From an optimization exercise on the open Yosys and OpenROAD flow, aimed at small area, a short achievable clock period and few clock cycles; shortcuts taken in it are not production practice.
In this exercise RTL edits were held to simulation tests only and were not proved equivalent to the original.

==> flow/design.v <==
module fpu32 (
    input  wire        clk,
    input  wire        rst,         
    input  wire        in_valid,
    output wire        in_ready,
    input  wire [2:0]  in_op,       
    input  wire [1:0]  in_rm,       
    input  wire [2:0]  in_rel,      
    input  wire [31:0] in_a,
    input  wire [31:0] in_b,
    input  wire [31:0] in_c,        
    output reg         out_valid,
    output reg  [31:0] out_result,
    output reg  [4:0]  out_flags    
);
    assign in_ready = 1'b1;
    reg        s1_valid;
    reg [2:0]  s1_op;
    reg [1:0]  s1_rm;
    reg [2:0]  s1_rel;
    reg [31:0] s1_a;
    reg [31:0] s1_b;
    reg [31:0] s1_c;
    always @(posedge clk) begin
        if (rst)
            s1_valid <= 1'b0;
        else
            s1_valid <= in_valid;
        if (in_valid) begin
            s1_op  <= in_op;
            s1_rm  <= in_rm;
            s1_rel <= in_rel;
            s1_a   <= in_a;
            s1_b   <= in_b;
            s1_c   <= in_c;
        end
    end
    wire [31:0] c_result;
    wire [4:0]  c_flags;
    fpu32_exec u_exec (
        .op     (s1_op),
        .rm     (s1_rm),
        .rel    (s1_rel),
        .a      (s1_a),
        .b      (s1_b),
        .c      (s1_c),
        .result (c_result),
        .flags  (c_flags)
    );
    always @(posedge clk) begin
        if (rst)
            out_valid <= 1'b0;
        else
            out_valid <= s1_valid;
        if (s1_valid) begin
            out_result <= c_result;
            out_flags  <= c_flags;
        end
    end
endmodule
module fpu32_exec (
    input  wire [2:0]  op,
    input  wire [1:0]  rm,
    input  wire [2:0]  rel,
    input  wire [31:0] a,
    input  wire [31:0] b,
    input  wire [31:0] c,
    output reg  [31:0] result,
    output reg  [4:0]  flags
);
    localparam OP_ADD = 3'd0, OP_SUB = 3'd1, OP_MUL = 3'd2, OP_FMA = 3'd3, OP_CMP = 3'd4;
    localparam RM_RD = 2'd3;
    localparam [31:0] ONE         = 32'h3F80_0000;
    localparam [31:0] DEFAULT_NAN = 32'h7FC0_0000;
    wire is_add = (op == OP_ADD) || (op == OP_SUB);
    wire is_mul = (op == OP_MUL);
    wire is_fma = (op == OP_FMA);
    wire a_nan  = (a[30:23] == 8'hFF) && (a[22:0] != 23'd0);
    wire b_nan  = (b[30:23] == 8'hFF) && (b[22:0] != 23'd0);
    wire c_nan  = (c[30:23] == 8'hFF) && (c[22:0] != 23'd0);
    wire a_snan = a_nan && !a[22];
    wire b_snan = b_nan && !b[22];
    wire c_snan = c_nan && !c[22];
    wire [31:0] x = a;
    wire [31:0] y = is_add ? ONE : b;
    wire [31:0] z = is_add ? {b[31] ^ (op == OP_SUB), b[30:0]} :
                    is_fma ? c : 32'd0;
    wire sx = x[31], sy = y[31], sz = z[31];
    wire x_inf  = (x[30:23] == 8'hFF) && (x[22:0] == 23'd0);
    wire y_inf  = (y[30:23] == 8'hFF) && (y[22:0] == 23'd0);
    wire z_inf  = (z[30:23] == 8'hFF) && (z[22:0] == 23'd0);
    wire x_zero = (x[30:0] == 31'd0);
    wire y_zero = (y[30:0] == 31'd0);
    wire z_zero = (z[30:0] == 31'd0);
    wire [23:0] mx = {x[30:23] != 8'd0, x[22:0]};
    wire [23:0] my = {y[30:23] != 8'd0, y[22:0]};
    wire [23:0] mz = {z[30:23] != 8'd0, z[22:0]};
    wire [7:0]  ex = (x[30:23] == 8'd0) ? 8'd1 : x[30:23];
    wire [7:0]  ey = (y[30:23] == 8'd0) ? 8'd1 : y[30:23];
    wire [7:0]  ez = (z[30:23] == 8'd0) ? 8'd1 : z[30:23];
    wire sp = sx ^ sy;
    wire [47:0] prod = mx * my;
    reg  [5:0]  lzp;
    reg  [4:0]  lzz;
    integer i;
    always @* begin
        lzp = 6'd0;
        for (i = 0; i < 48; i = i + 1)
            if (prod[i])
                lzp = 6'd47 - i[5:0];
        lzz = 5'd0;
        for (i = 0; i < 24; i = i + 1)
            if (mz[i])
                lzz = 5'd23 - i[4:0];
    end
    wire [47:0] pn = prod << lzp;
    wire signed [10:0] ep = $signed({3'b000, ex}) + $signed({3'b000, ey})
                            - 11'sd300 - $signed({5'd0, lzp});
    wire [47:0] zn = {mz, 24'd0} << lzz;
    wire signed [10:0] ez_l = $signed({3'b000, ez}) - 11'sd174 - $signed({6'd0, lzz});
    wire z_big = !z_zero && ((ez_l > ep) || ((ez_l == ep) && (zn > pn)));
    wire        sg  = z_big ? sz : sp;
    wire [47:0] gn  = z_big ? zn : pn;
    wire [47:0] sn  = z_zero ? 48'd0 : (z_big ? pn : zn);
    wire signed [10:0] eg = z_big ? ez_l : ep;
    wire signed [10:0] es = z_big ? ep : ez_l;
    wire signed [10:0] dw = eg - es;
    wire [5:0]  dcl = (dw > 11'sd51) ? 6'd51 : dw[5:0];
    wire [101:0] s_sh = {sn, 3'b000, 51'd0} >> dcl;
    wire [50:0]  s_al = s_sh[101:51];
    wire         s_st = |s_sh[50:0];
    wire [50:0]  s_j  = {s_al[50:1], s_al[0] | s_st};
    wire [50:0]  g_al = {gn, 3'b000};
    wire        eff_sub = sp ^ sz;
    wire [51:0] sum     = eff_sub ? ({1'b0, g_al} - {1'b0, s_j})
                                  : ({1'b0, g_al} + {1'b0, s_j});
    wire signed [10:0] sum_e = eg - 11'sd3;
    wire [31:0] r_result;
    wire [4:0]  r_flags;
    fpu32_round u_round (
        .rm     (rm),
        .sign   (sg),
        .sig    (sum),
        .e      (sum_e),
        .result (r_result),
        .flags  (r_flags)
    );
    wire signed [32:0] ka = a[31] ? -$signed({2'b00, a[30:0]}) : $signed({2'b00, a[30:0]});
    wire signed [32:0] kb = b[31] ? -$signed({2'b00, b[30:0]}) : $signed({2'b00, b[30:0]});
    wire c_eq = (ka == kb);
    wire c_lt = (ka < kb);
    reg  c_res;
    always @* begin
        case (rel)
            3'd0:    c_res = c_eq;
            3'd1:    c_res = !c_eq;
            3'd2:    c_res = c_lt;
            3'd3:    c_res = c_lt || c_eq;
            3'd4:    c_res = !c_lt && !c_eq;
            3'd5:    c_res = !c_lt;
            default: c_res = 1'b0;
        endcase
    end
    wire zero_inf = (x_zero && y_inf) || (x_inf && y_zero);
    wire any_snan = a_snan || b_snan || (is_fma && c_snan);
    always @* begin
        result = 32'd0;
        flags  = 5'd0;
        if (op == OP_CMP) begin
            if (a_nan || b_nan) begin
                result = {31'd0, (rel == 3'd1) || (rel == 3'd6)};
                flags  = {a_snan || b_snan || (rel >= 3'd2 && rel <= 3'd5), 4'd0};
            end else begin
                result = {31'd0, c_res};
            end
        end else if (a_nan || b_nan || (is_fma && c_nan)) begin
            result = (a_nan ? a : b_nan ? b : c) | 32'h0040_0000;
            flags  = {any_snan || (is_fma && zero_inf), 4'd0};
        end else if (zero_inf) begin
            result = DEFAULT_NAN;
            flags  = 5'b10000;
        end else if (x_inf || y_inf) begin
            if (z_inf && (sz != sp)) begin
                result = DEFAULT_NAN;
                flags  = 5'b10000;
            end else begin
                result = {sp, 8'hFF, 23'd0};
            end
        end else if (z_inf) begin
            result = {sz, 8'hFF, 23'd0};
        end else if (x_zero || y_zero) begin
            if (is_mul)
                result = {sp, 31'd0};
            else if (z_zero)
                result = {(sp == sz) ? sp : (rm == RM_RD), 31'd0};
            else
                result = z;
        end else if (sum == 52'd0) begin
            result = {rm == RM_RD, 31'd0};
        end else begin
            result = r_result;
            flags  = r_flags;
        end
    end
endmodule
module fpu32_round (
    input  wire [1:0]         rm,
    input  wire               sign,
    input  wire [51:0]        sig,     
    input  wire signed [10:0] e,       
    output reg  [31:0]        result,
    output reg  [4:0]         flags
);
    localparam RM_RNE = 2'd0, RM_RZ = 2'd1, RM_RU = 2'd2, RM_RD = 2'd3;
    reg [5:0] lz;
    integer i;
    always @* begin
        lz = 6'd0;
        for (i = 0; i < 52; i = i + 1)
            if (sig[i])
                lz = 6'd51 - i[5:0];
    end
    wire [51:0] norm = sig << lz;
    wire signed [10:0] big_e = e + 11'sd51 - $signed({5'd0, lz});
    wire        sub      = big_e < -11'sd126;
    wire signed [10:0] sub_amt_w = -11'sd126 - big_e;
    wire [5:0]  sub_amt  = !sub ? 6'd0 :
                           (sub_amt_w > 11'sd53) ? 6'd53 : sub_amt_w[5:0];
    wire [104:0] den  = {norm, 53'd0} >> sub_amt;
    wire [23:0] kept  = den[104:81];
    wire        rbit  = den[80];
    wire        stick = |den[79:0];
    wire        inexact = rbit | stick;
    reg up;
    always @* begin
        case (rm)
            RM_RNE:  up = rbit && (stick || kept[0]);
            RM_RZ:   up = 1'b0;
            RM_RU:   up = inexact && !sign;
            default: up = inexact && sign;
        endcase
    end
    wire [24:0] mant = {1'b0, kept} + {24'd0, up};
    wire u_rbit  = norm[27];
    wire u_stick = |norm[26:0];
    reg  u_up;
    always @* begin
        case (rm)
            RM_RNE:  u_up = u_rbit && (u_stick || norm[28]);
            RM_RZ:   u_up = 1'b0;
            RM_RU:   u_up = (u_rbit || u_stick) && !sign;
            default: u_up = (u_rbit || u_stick) && sign;
        endcase
    end
    wire tiny = sub && !((big_e == -11'sd127) && (&norm[51:28]) && u_up);
    wire signed [10:0] fin_e = (sub ? -11'sd126 : big_e) + $signed({10'd0, mant[24]});
    wire               top   = mant[24] | mant[23];
    wire signed [10:0] ef    = fin_e + 11'sd127;
    wire [22:0]        frac  = mant[24] ? mant[23:1] : mant[22:0];
    wire               ovf   = top && (ef >= 11'sd255);
    wire to_inf = (rm == RM_RNE) || (rm == RM_RU && !sign) || (rm == RM_RD && sign);
    always @* begin
        if (ovf) begin
            result = to_inf ? {sign, 8'hFF, 23'd0} : {sign, 8'hFE, 23'h7FFFFF};
            flags  = 5'b00101;
        end else begin
            result = {sign, top ? ef[7:0] : 8'd0, frac};
            flags  = {2'b00, 1'b0, tiny && inexact, inexact};
        end
    end
endmodule
==> flow/run.sh <==
#!/bin/bash
# synth_recipe.tcl (not shown) runs the flow's synth.tcl, then flattens the netlist and writes it again
# the make line also repeats each setting of config.mk as NAME=value (left out here)
make -C /OpenROAD-flow-scripts/flow DESIGN_CONFIG=/design/flow/config.mk WORK_HOME=/design/flow/orfs CLKGATE_MAP_FILE= SYNTH_SCRIPT=/design/flow/synth_recipe.tcl finish
==> flow/config.mk <==
export PLATFORM = sky130hd
export DESIGN_NAME = fpu32
export DESIGN_NICKNAME = fpu32
export VERILOG_FILES = /design/flow/design.v
export SDC_FILE = /design/flow/constraint.sdc
export NUM_CORES = 4
export LEC_CHECK = 0
export CAP_MARGIN = 20
export CORE_MARGIN = 2
export CORE_UTILIZATION = 40
export SLEW_MARGIN = 20
==> flow/constraint.sdc <==
create_clock -name core_clock -period 34.0 [get_ports {clk}]
set_input_delay 6.8000 -clock core_clock [delete_from_list [all_inputs] [get_ports {clk}]]
set_output_delay 6.8000 -clock core_clock [all_outputs]
set_load 0.01 [all_outputs]
==> run notes <==
==> cell usage after synthesis (all sizes together), types with 89 or more instances <==
cell type	n
inv	751
nand2	686
nor2	665
a21oi	550
and3	541
fa	486
o21ai	464
clkbuf	447
ha	392
mux2i	250
nor3	220
nand3	217
o211ai	178
buf	140
edfxtp	140
xnor2	133
a211oi	110
and2	105
nand4	100
a21o	91
nand2b	89
==> registers in the layout, summed over array words and instances, names as in the netlist, 2 cells and up <==
signal,cells
s1_a,32
s1_b,32
s1_op,3
out_result,32
s1_rel,3
out_flags,4
s1_c,32
s1_rm,2
==> metal layers <==
layer / track usage / vias to the layer above / part of all wire
met1: 0.531 / 32971 / 0.43
met4: 0.134 / 10 / 0.045
met5: 0 / - / 0.00022
met3: 0.0745 / 630 / 0.12
met2: 0.521 / 4363 / 0.41
li1: - / 29700 / -
==> worst paths after layout <==
| path | start | endpoint | slack, ns |
|---|---|---|---|
| setup / recovery | s1_a[24] | out_result[3] | 1.33 |
| hold / removal | s1_c[3] | out_result[3] | 0.87 |
| setup reg to reg | s1_a[24] | out_result[3] | 1.33 |
| hold reg to reg | s1_c[3] | out_result[3] | 0.87 |
==> worst reg2reg max path: cells and delay by family (launching register included) <==
family / cells / cell delay, ns
AO/OA/AOI/OAI: 66 / 13.08
AND/OR/NAND/NOR: 41 / 8.60
adder cells (fa/ha/maj): 16 / 5.65
buffers and inverters: 25 / 3.72
multiplexers: 2 / 0.66
flip-flops: 1 / 0.45
XOR/XNOR: 2 / 0.26
==> final cells by class <==
| class | instances | area [um^2] | area share |
|---|---|---|---|
| Antenna cell | 3 | 7.51 | 0.000111 |
| Clock buffer | 18 | 429 | 0.00637 |
| Clock inverter | 14 | 201 | 0.00299 |
| Inverter | 756 | 2840 | 0.0422 |
| Multi-Input combinational cell | 6658 | 51400 | 0.763 |
| Sequential cell | 142 | 4250 | 0.0630 |
| Tap cell | 1930 | 2410 | 0.0358 |
| Timing Repair Buffer | 677 | 5870 | 0.0870 |
==> repair_timing <==
item / 4_1_cts / 5_1_grt
setup buffers: 0 / 36
hold buffers: 0 / 0
gates resized for setup: 4 / 198
setup endpoints to repair: 22 / 33
pin swaps: 0 / 32
cloned: 0 / 8
==> per-stage QoR <==
| stage | TNS, ns | area (um^2) | utilization | setup slack, ns |
|---|---|---|---|---|
| floorplan | 0 | 60000 | - | 0.0138 |
| global placement | -0.00406 | 65500 | 0.442 | -0.00321 |
| detailed placement | 0 | 65500 | 0.442 | 0.102 |
| CTS | 0 | 66100 | 0.446 | 0.0117 |
| global route | -1.09 | 67400 | 0.455 | -0.0894 |
| finish | 0 | 67400 | 0.455 | 1.33 |
==> kinds of logic (layout without fill, tap and decap cells) <==
logic type               Yosys count  after routing
multiplexers                     288            288
flip-flops                       142            142
other                              2              5
XOR/XNOR                         204            204
AO/OA/AOI/OAI                   2317           2317
adder cells (fa/ha/maj)          878            878
buffers and inverters           1343           1465
AND/OR/NAND/NOR                 2967           2969
==> run notes <==
- Status: timing/DRC/antenna clean
- EDFF count, synth: between 100 and 150
- Vias in the first global route: approximately 63000
- Synth Instances: roughly 8100
- DRT iter0 DRCs: roughly 9600
- ANT nets after route: 0
- Worst hold slack: 0.874 ns
- Worst Path Max Fanout: 38
- Cell area after synthesis: 59900 um^2
- Die height: 391 um
- Normalized max-slew margin: 0.135
- Most common cell after layout, fill and taps aside: inv_1
- First-pass GRT wire length: between 400000 and 500000 um
- DRC violations left: 0
- Drt wl/cell: 28.3 um
- Max_cap viols: 0
- Clk sink count: around 140
- Ys flop type: edfxtp_1
- Critical path depth: about 150
- Final hold vios: 0
- WS Path Type: reg2reg
- Non-Filler Instances: between 10000 and 15000
- Largest family of logic cells by synthesized area: compound AO/OA/AOI/OAI gates
- Post-synth ARST share: 0
- Critical Path RT: 34.20 ns
- Placed Cells: 10119
- Initial antenna violation count: 14
- Grt total ovfl: 0
- Synth area leaders: fa_1 16%, ha_1 8.2%, edfxtp_1 7.0%
- Crit path arrival time: 32.87 ns
- Worst setup SP type: register
- Clk slew on worst S/H paths: approximately 0.070 ns
- CP dominant cell by count: a21oi_1
- Commonest non-fill, non-tap cells in the layout: 742 x inv_1, 675 x nand2_1, 652 x nor2_1, 536 x and3_1, 517 x a21oi_1
- Setup violations, final: 0
- DRT Wirelength: between 200000 and 300000 um
- Synth Area in Compound Gates: 0.265
- Final net count: approximately 9200
- Core ar.: around 150000 um^2
- Via density: approximately 6.6
- Buffers plus inverters on the worst setup path: 25
- Vias post-DR: about 68000
- Layout cell share with drive strength beyond 1: 0.114
- Synth Register Bits: between 100 and 150
- Worst-Skew Late Latency: about 0.49 ns
- Synthesis-to-layout area growth: 12.6%
- CTS Buf Count: 17
- Yosys top cell by area: fa_1
- Post-synthesis mux area share: 0.0498
- Worst r2r path cells: around 150
- CP endpoint kind: register
- Final period util: 0.961
- Root Buffer: clkbuf_16
- Die width: around 390 um
- DP Wirelength: ~230000 um
- Routability cong.: 1.06
- Initial core utilization: 0.404
- Synth Area in XOR/XNOR: 0.0300
- Synth top area share: 0.163
- CP max stage cell: nor4_1
- I/O pin count: approximately 150
- Post-synthesis simple-gate area fraction: 0.251
- CTS Buffer Depth: 2
- H-tree Lvls: 4
- Clk_skew: 0.0267 ns
- Fill count: between 15000 and 20000
- Synth cell types: approximately 150
- Max Fclk: a little over 30 MHz
- Ys Warns: 3
- Worst-margin pin slew: 1.30 ns
- Iteration count of the initial detailed-routing pass: 10
- Pins Over Slew Limit: 0
- Die area: roughly 150000 um^2
- Synth Area per Inst: 7.35 um^2
- Hold path depth: 4
- Syn_nets: between 9000 and 10000
- Post-synthesis adder-cell area fraction: 0.244
- Crit-path leading delay family: compound AO/OA/AOI/OAI gates
- CTS tree: built
- Count of port buffers added during placement: 143
- Crit-path max cell delay: 0.72 ns
- Register area share after synthesis: 0.0709
- Tightest Hold Check Type: reg2reg
- Final Critical Period: ~33 ns
- Site Rows: roughly 140
- Pin count of the biggest net entering global routing: 87
- Tot GR Track Use: 0.363
Testbench counts, summed over its fixed seeds: cycles 24,016.

[separate check: timing with driven ports]
The flow's constraints put no driver on any port. The routed layout listed below was extracted and timed again, unchanged, in two steps.
Step 1: set_driving_cell puts a clkbuf_16 on clk and a buf_2 on each other input, an assumption about the parent block.
Step 2 also shifts input and output timing later by t, the mid clock arrival at the registers, as if the neighbouring blocks saw the same clock.
Slacks: no drivers / after step 1 / after step 2; pairs: no drivers / after step 1.
t, ns: 0.532
slack for setup (ns): 1.334 / 1.334 / 1.334
worst setup path at the end: register to register
After both steps setup and hold are still met in this run. For this run, drivers alone change the setup slack by 0.000 ns; drivers and shift together by 0.000 ns.
